This design comes from an exercise in tuning for small area, a short achievable clock period and few clock cycles per item on the open sky130 flow, not from production work.
Where RTL was checked, it was by simulation tests only, not by an equivalence proof against the original.
Power figures rest on the tool's default switching activity, not on a simulated workload.

Setup of v6:
Design contone_block_enc, start of the top module:
module contone_block_enc (
    input  wire       clk,
    input  wire       rst,           
    input  wire       in_valid,
    output wire       in_ready,
    input  wire [7:0] in_cur,        
    input  wire [7:0] in_prev,       
    input  wire       in_sol,        
    output wire       out_valid,
    input  wire       out_ready,
    output wire [7:0] out_data,
    output wire       out_last       
);
==> flow/config.mk <==
export PLATFORM = sky130hd
export DESIGN_NAME = contone_block_enc
export DESIGN_NICKNAME = contone_block_enc
export VERILOG_FILES = /design/flow/design.v
export SDC_FILE = /design/flow/constraint.sdc
export NUM_CORES = 4
export LEC_CHECK = 0
export CAP_MARGIN = 20
export CORE_MARGIN = 2
export CORE_UTILIZATION = 40
export SLEW_MARGIN = 20
==> flow/constraint.sdc <==
create_clock -name core_clock -period 17.0 [get_ports {clk}]
set_input_delay 3.4000 -clock core_clock [delete_from_list [all_inputs] [get_ports {clk}]]
set_output_delay 3.4000 -clock core_clock [all_outputs]
set_load 0.01 [all_outputs]
standard.sh (not shown) runs the stock make flow with config.mk's settings and CLKGATE_MAP_FILE= SYNTH_SCRIPT=/design/flow/synth_recipe.tcl, a recipe that flattens the netlist after the stock synthesis.
==> flow/flow/run.sh <==
#!/bin/bash
# Standard layout, with timing repair aimed at a shorter period than the
# clock's (the clock and all constraints are unchanged), gate sizing not
# tied to the cell footprint, and larger clock-sink clusters.
set -euo pipefail
bash standard.sh SETUP_SLACK_MARGIN=12.45 MATCH_CELL_FOOTPRINT=0 CTS_CLUSTER_SIZE=24 CTS_CLUSTER_DIAMETER=100 finish > standard_flow.log 2>&1
Testbench counts of v6, summed over its fixed seeds: cycles 167,102, blocks 2,560.
Modified inputs, v7 compared to v6
diff --git a/flow/design.v b/flow/design.v
--- a/flow/design.v
+++ b/flow/design.v
@@ -6,18 +6,18 @@
     input  wire [7:0] in_cur,        
     input  wire [7:0] in_prev,       
     input  wire       in_sol,        
     output wire       out_valid,
     input  wire       out_ready,
     output wire [7:0] out_data,
     output wire       out_last       
 );
-    localparam integer T  = 13;          
-    localparam integer WS = 63;          
+    localparam integer T  = 16;          
+    localparam integer WS = 65;          
     localparam integer L  = WS + T;      
     function [7:0] zz;                   
         input [7:0] e;
         zz = {e[6:0], 1'b0} ^ {8{e[7]}};
     endfunction
     function [31:0] res4;
         input [7:0] c, w, n, nw;
         reg   [7:0] dw, dn, da, dg;
@@ -272,27 +272,24 @@
     reg  [7:0]  po_d;
     wire        o_load   = !o_v || out_ready;
     wire        o_l_n    = s_v ? s_l : pop_last;
     wire [7:0]  o_d_n    = s_v ? s_d : a_acc[23:16];
     wire        pop      = !s_v && (a_n >= 5'd8 || (a_flush && a_n != 5'd0));
     wire        pop_last = a_flush && a_n <= 5'd8;
     wire [4:0]  n_pop    = !pop ? a_n : (a_n >= 5'd8 ? a_n - 5'd8 : 5'd0);
     wire        flush_stay = a_flush && !(pop && pop_last);
+    wire        push     = sa_v && !flush_stay && n_pop <= 5'd8;
     wire [15:0] chunk    = sa_lg ? ~(16'hFFFF >> sa_p1) : s_both ? sab_code : sa_code;
     wire [4:0]  chunk_n  = sa_lg ? sa_p1 : s_both ? sab_len : sa_len;
-    wire [5:0]  n_plus   = {1'b0, a_n} + {1'b0, chunk_n};
-    wire        fits     = !pop ? n_plus <= 6'd24 :
-                           (a_n >= 5'd8) ? n_plus <= 6'd32 : 1'b1;
-    wire        push     = sa_v && !flush_stay && fits;
     wire        a_gone   = push && !sa_lg;                    
     wire        all_gone = a_gone && (s_both || !sb_v);       
     wire        end_sent = all_gone && (s_both ? sb_end : sa_end);
     wire [23:0] acc_pop  = pop ? {a_acc[15:0], 8'd0} : a_acc;
-    wire [23:0] acc_ins  = {chunk, 8'd0} >> n_pop;    
+    wire [23:0] acc_ins  = {chunk, 8'd0} >> n_pop;
     wire        c_load   = !sa_v || all_gone;
     wire        e1_free  = !e1_v || c_load;
     wire        e0_free  = !e0_v || e1_free;
     wire [26:0] code_a   = code_of(e1_raw, e1_va, e1_k);
     wire [26:0] code_b   = code_of(e1_raw, e1_vb, e1_k);
     wire [7:0]  q_a      = e1_va >> e1_k;
     wire [4:0]  ab_len   = e1_raw ? 5'd16 : code_a[20:16] + code_b[20:16];
     wire [15:0] ab_code  = e1_raw ? {e1_va, e1_vb} :
[compare] base=v6 new=v7: register area share after synthesis climbed 0.61 points, sum of internal, switching and leakage power climbed 0.28 mW, height of the die climbed 1.5%, highest cell delay on the worst timing path barely changed. Against v6, v7 reports a horizontal die dimension that is higher.
Testbench counts of v7, summed over its fixed seeds: cycles 167,146, blocks 2,560.

Setup of run Y:
contone_block_enc, a different RTL version from the one above (not shown whole).
Size in the first run: roughly 7,200 cells after synthesis, ~1,900 flip-flops, roughly 32 I/O pins.
Settings: LEC_CHECK=0, CAP_MARGIN=20, CORE_MARGIN=2, CORE_UTILIZATION=40, SLEW_MARGIN=20; clock period 17.0 ns.
Scripts as last shown in full above: flow/flow/run.sh
No stage failed in run Y, and the final checks on the layout all came back clean.
Testbench counts of run Y, summed over its fixed seeds: cycles 167,102, blocks 2,560.
The inputs of run P differ from those of run Y as listed below.
-- flow/design.v --
<<< run Y, line 12
    output wire       out_last       
);
    localparam integer T  = 13;          
    localparam integer WS = 63;          
    localparam integer L  = WS + T;      
    function [7:0] zz;                   
>>> run P, line 12
    output wire       out_last       
);
    localparam integer T  = 16;          
    localparam integer WS = 65;          
    localparam integer L  = WS + T;      
    function [7:0] zz;                   
<<< run Y, line 278
    wire [4:0]  n_pop    = !pop ? a_n : (a_n >= 5'd8 ? a_n - 5'd8 : 5'd0);
    wire        flush_stay = a_flush && !(pop && pop_last);
    wire [15:0] chunk    = sa_lg ? ~(16'hFFFF >> sa_p1) : s_both ? sab_code : sa_code;
    wire [4:0]  chunk_n  = sa_lg ? sa_p1 : s_both ? sab_len : sa_len;
    wire [5:0]  n_plus   = {1'b0, a_n} + {1'b0, chunk_n};
    wire        fits     = !pop ? n_plus <= 6'd24 :
                           (a_n >= 5'd8) ? n_plus <= 6'd32 : 1'b1;
    wire        push     = sa_v && !flush_stay && fits;
    wire        a_gone   = push && !sa_lg;                    
    wire        all_gone = a_gone && (s_both || !sb_v);       
>>> run P, line 278
    wire [4:0]  n_pop    = !pop ? a_n : (a_n >= 5'd8 ? a_n - 5'd8 : 5'd0);
    wire        flush_stay = a_flush && !(pop && pop_last);
    wire        push     = sa_v && !flush_stay && {1'b0, n_pop} + {1'b0, chunk_n} <= 6'd24;
    wire [15:0] chunk    = sa_lg ? ~(16'hFFFF >> sa_p1) : s_both ? sab_code : sa_code;
    wire [4:0]  chunk_n  = sa_lg ? sa_p1 : s_both ? sab_len : sa_len;
    wire        a_gone   = push && !sa_lg;                    
    wire        all_gone = a_gone && (s_both || !sb_v);       
<<< run Y, line 295
    wire [26:0] code_b   = code_of(e1_raw, e1_vb, e1_k);
    wire [7:0]  q_a      = e1_va >> e1_k;
    wire [7:0]  q_b      = e1_vb >> e1_k;
    wire [4:0]  k2       = {1'b0, e1_k, 1'b0} + 5'd2;            
    wire [4:0]  ab_len   = e1_raw ? 5'd16 : ({2'd0, q_a[2:0]} + {2'd0, q_b[2:0]}) + k2;
    wire [15:0] ab_code  = e1_raw ? {e1_va, e1_vb} :
                           code_a[15:0] | (((code_b[15:0] >> 1) >> e1_k) >> q_a[2:0]);
    wire [7:0]  za       = zz(ac - pa);
    wire [7:0]  zb       = zz(bc - pb);
>>> run P, line 292
    wire [26:0] code_b   = code_of(e1_raw, e1_vb, e1_k);
    wire [7:0]  q_a      = e1_va >> e1_k;
    wire [4:0]  ab_len   = e1_raw ? 5'd16 : code_a[20:16] + code_b[20:16];
    wire [15:0] ab_code  = e1_raw ? {e1_va, e1_vb} :
                           code_a[15:0] | ((code_b[15:0] >> ({2'd0, e1_k} + 5'd1)) >> q_a[2:0]);
    wire [7:0]  za       = zz(ac - pa);
    wire [7:0]  zb       = zz(bc - pb);
## What came out
From run Y to run P the numbers moved as follows: fraction of final layout cells sized beyond drive strength 1 went up 1.1 points, number of CTS-inserted buffers went up 4.4%, placeable core area went up 2.7%, die area went up about 3%, mux cell area share after synthesis went down 0.32 points. Changes observed in run P relative to run Y: proportion of synthesized flip-flops having asynchronous set or reset was more or less identical; area of all placed cells without fillers went up by 3.7%; synthesized cell count went up by 199; clock tree cell share of total cell area was more or less identical.
Testbench counts of run P, summed over its fixed seeds: cycles 165,119, blocks 2,560.

Another version of the RTL of contone_block_enc (not shown whole).
For scale: about 7400 cells after synthesis, roughly 2000 flip-flops, about 79000 um2 of cells after synthesis.
## contone_block_enc
module contone_block_enc (
    input  wire       clk,
    input  wire       rst,           
    input  wire       in_valid,
    output wire       in_ready,
    input  wire [7:0] in_cur,        
    input  wire [7:0] in_prev,       
    input  wire       in_sol,        
    output wire       out_valid,
    input  wire       out_ready,
    output wire [7:0] out_data,
    output wire       out_last       
);
    localparam integer T  = 16;          
    localparam integer WS = 65;          
    localparam integer L  = WS + T;      
    function [7:0] zz;                   
        input [7:0] e;
        zz = {e[6:0], 1'b0} ^ {8{e[7]}};
    endfunction
    function [31:0] res4;
        input [7:0] c, w, n, nw;
        reg   [7:0] dw, dn, da, dg;
        reg   [8:0] da9;
        reg         wltn, gew, gen, lew, len;
        begin
            dw   = c - w;
            dn   = c - n;
            da9  = {c, 1'b1} - {1'b0, w} - {1'b0, n};     
            da   = da9[8:1];                              
            dg   = c - w - n + nw;
            wltn = w < n;
            gew  = nw >= w;
            gen  = nw >= n;
            lew  = nw <= w;
            len  = nw <= n;
            res4[7:0]   = dw;
            res4[15:8]  = dn;
            res4[23:16] = da;
            res4[31:24] = (gew && gen) ? (wltn ? dw : dn) :
  ...
==> flow/config.mk <==
export PLATFORM = sky130hd
export DESIGN_NAME = contone_block_enc
export DESIGN_NICKNAME = contone_block_enc
export VERILOG_FILES = /design/flow/design.v
export SDC_FILE = /design/flow/constraint.sdc
export NUM_CORES = 4
export LEC_CHECK = 0
export CAP_MARGIN = 20
export CORE_MARGIN = 2
export CORE_UTILIZATION = 40
export SLEW_MARGIN = 20
==> flow/constraint.sdc <==
create_clock -name core_clock -period 17.0 [get_ports {clk}]
set_input_delay 3.4000 -clock core_clock [delete_from_list [all_inputs] [get_ports {clk}]]
set_output_delay 3.4000 -clock core_clock [all_outputs]
set_load 0.01 [all_outputs]
==> flow/flow/run.sh <==
#!/bin/bash
# Standard layout, with timing repair aimed at a shorter period than the
# clock's (the clock and all constraints are unchanged), gate sizing not
# tied to the cell footprint, and larger clock-sink clusters.
set -euo pipefail
bash standard.sh SETUP_SLACK_MARGIN=12.3 MATCH_CELL_FOOTPRINT=0 CTS_CLUSTER_SIZE=24 CTS_CLUSTER_DIAMETER=100 finish > standard_flow.log 2>&1
Testbench counts at the start, summed over its fixed seeds: cycles 167,146, blocks 2,560.
Change:
--- a/flow/design.v
+++ b/flow/design.v
@@ -140,13 +140,13 @@
         for (ri = 1; ri < L; ri = ri + 1)
             ring[ri] <= ring[ri-1];
     end
     reg [7:0]  lc, lp;                
     reg [5:0]  ccnt;
     reg        cpar;                  
-    reg        solq [0:1];            
+    reg [15:0] w0q [0:1];             
     reg [31:0] zr;                    
     reg        z_v, z_first, z_last;
     wire [7:0]  c_w  = r_sol ? r_prev : lc;
     wire [7:0]  c_nw = r_sol ? r_prev : lp;
     wire [31:0] c_e  = res4(r_cur, c_w, r_prev, c_nw);
     always @(posedge clk) begin
@@ -155,13 +155,13 @@
         z_first <= (ccnt == 6'd0);
         z_last  <= (ccnt == 6'd63);
         if (r_v) begin
             lc <= r_cur;
             lp <= r_prev;
         end
-        if (r_v && ccnt == 6'd0) solq[cpar] <= r_sol;
+        if (r_v && ccnt == 6'd0) w0q[cpar] <= {c_w, c_nw};
         if (rst) begin
             z_v  <= 1'b0;
             ccnt <= 6'd0;
             cpar <= 1'b0;
         end else begin
             z_v <= r_v;
@@ -241,13 +241,13 @@
                        (bcost <= 9'd504) ? K_CODED : K_ESC;
         end
         if (rst)       pd_v <= 1'b0;
         else if (t2_v) pd_v <= 1'b1;
         else if (take) pd_v <= 1'b0;
     end
-    localparam [1:0] E_IDLE = 2'd0, E_LAST = 2'd1, E_READ = 2'd2;
+    localparam [1:0] E_IDLE = 2'd0, E_READ = 2'd2;
     reg  [1:0]  es;
     reg  [1:0]  eb_kind, eb_p;
     reg  [2:0]  eb_k;
     reg         rpar;                
     reg  [5:0]  ecnt;                
     reg  [6:0]  rp;                  
@@ -302,28 +302,27 @@
             rd_a = rd_a | ({16{win[wi]}} & ring[WS+wi]);
             rd_b = rd_b | ({16{win[wi]}} & ring[WS+wi-1]);
         end
     end
     wire        rd_go    = (es == E_READ) && e0_free && in_win;
     wire        rd_two   = ecnt != 6'd63;
-    wire        last_go  = (es == E_LAST) && in_win;
-    wire [1:0]  nread    = rd_go ? (rd_two ? 2'd2 : 2'd1) : {1'b0, last_go};
+    wire [1:0]  nread    = !rd_go ? 2'd0 : rd_two ? 2'd2 : 2'd1;
     wire        skip     = take && (pd_kind == K_ZERO);
-    wire        sol_a    = (ecnt == 6'd0) && solq[rpar];
-    wire [7:0]  rw_a     = sol_a ? rd_a[7:0] : e0_b ? bc : ac;
-    wire [7:0]  rnw_a    = sol_a ? rd_a[7:0] : e0_b ? bn : an;
+    wire [15:0] w0       = w0q[rpar];
+    wire [7:0]  rw_a     = (ecnt == 6'd0) ? w0[15:8] : e0_b ? bc : ac;
+    wire [7:0]  rnw_a    = (ecnt == 6'd0) ? w0[7:0]  : e0_b ? bn : an;
     assign take = (es == E_IDLE) && pd_v && e0_free;
     reg  [6:0]  occ;                 
     reg  [6:0]  ph;                  
     reg  [6:0]  freed;               
     wire [6:0]  occ_r    = occ + {6'd0, r_v} - freed;    
     assign      empty_now = (occ_r == 7'd0);
     wire        space_n  = (occ_r + {6'd0, in_ready_r} + 7'd1) <= L;
     wire [6:0]  rp_inc   = (rp == L - 1) ? 7'd0 : rp + 7'd1;
     wire [6:0]  rp_dec   = (rp == 7'd0) ? L - 1 : rp - 7'd1;
-    wire [6:0]  rp_skip  = (rp >= 7'd62) ? rp - 7'd62 : rp + (L - 62);
+    wire [6:0]  rp_skip  = (rp >= 7'd63) ? rp - 7'd63 : rp + (L - 63);
     reg  [T-1:0] win_skip;
     integer     wj;
     always @(*)
         for (wj = 0; wj < T; wj = wj + 1)
             win_skip[wj] = (rp_skip == wj);
     always @(posedge clk) begin
@@ -372,29 +371,23 @@
         if (take) begin
             eb_kind <= pd_kind;
             eb_p    <= pd_p;
             eb_k    <= pd_k;
             e0_v    <= 1'b1;
             e0_hdr  <= 1'b1;
+            e0_b    <= 1'b0;
             e0_end  <= (pd_kind == K_ZERO);
             e0_hval <= (pd_kind == K_ZERO)  ? {2'b01, pd_p, 4'b0000} :
                        (pd_kind == K_CODED) ? {2'b00, pd_p, 1'b0, pd_k} : 8'hC0;
             e0_k    <= pd_k;
             ecnt    <= 6'd0;
-            if (pd_kind == K_ZERO) begin
+            if (pd_kind == K_ZERO)
                 rpar <= !rpar;
-                es   <= E_LAST;
-            end else
+            else
                 es   <= E_READ;
         end
-        if (last_go) begin
-            ac   <= rd_a[15:8];
-            an   <= rd_a[7:0];
-            e0_b <= 1'b0;
-            es   <= E_IDLE;
-        end
         if (rd_go) begin
             pa       <= pred(eb_p, rw_a, rd_a[7:0], rnw_a);
             pb       <= pred(eb_p, rd_a[15:8], rd_b[7:0], rd_a[7:0]);
             ac       <= rd_a[15:8];
             an       <= rd_a[7:0];
             bc       <= rd_b[15:8];
@@ -408,13 +401,13 @@
             ecnt     <= ecnt + (rd_two ? 6'd2 : 6'd1);
             if (!rd_two || ecnt == 6'd62) begin
                 rpar <= !rpar;
                 es   <= E_IDLE;
             end
         end
-        freed <= skip ? 7'd63 : {5'd0, nread};
+        freed <= skip ? 7'd64 : {5'd0, nread};
         occ   <= occ_r;
         if (acc_now)          ph <= 7'd0;
         else if (ph == L - 1) ph <= 7'd0;
         else                  ph <= ph + 7'd1;
         in_ready_r <= space_n && (acc_now || ph == L - 1 || (empty_now && !r_v));
         in_ready_p <= space_n && ((in_valid && in_ready_p) || ph == L - 1 || (empty_now && !r_v));
After rerunning: Non-clock buffer count came out lower by 14. Cell count came out higher by 0.35%. Synthesized cell count came out higher by 0.66%. Combinational power came out higher by about 9%. Critical path depth came out higher by 12. Cell area came out higher by 0.91%. Fmax hardly moves.
The RTL of the second run of this note was laid out without a check of its function.

-- static timing again, ports no longer ideal --
In the flow no input, the clock included, has a driving cell. The finished layouts below were timed again as built, in two steps.
Step 1 assumes that a clkbuf_16 drives the clock port and a buf_2 every other input.
Step 2 times the ports against the registers' clock, not the clock port: input delays grow and output delays shrink by t, the midpoint of the rising clock arrivals with the driver on.
a / b / c = no drivers / after step 1 / after step 2; a / b = the first two.
| run | t (ns) | setup WS [ns] | slew at the worst register clock pin (ns) | pins driven straight from the clock port |
|---|---|---|---|---|
| v6 | 0.808 | 12.426 / 12.340 / 12.088 | 0.10 / 0.10 | 1 |
| v7 | 0.827 | 12.400 / 12.305 / 12.231 | 0.11 / 0.11 | 1 |
| run Y | 0.811 | 12.326 / 12.326 / 11.829 | 0.11 / 0.11 | 1 |
| run P | 0.821 | 12.345 / 12.271 / 12.063 | 0.11 / 0.11 | 1 |
| the first run of note 3 | 0.826 | 12.336 / 12.254 / 11.729 | 0.11 / 0.11 | 1 |
| the second run of note 3 | 0.792 | 12.338 / 12.287 / 11.743 | 0.11 / 0.11 | 1 |
After both steps setup and hold are still met in every run listed. For the first run of note 3, which loses most, drivers alone change the setup slack by -0.082 ns; drivers and shift together by -0.607 ns.
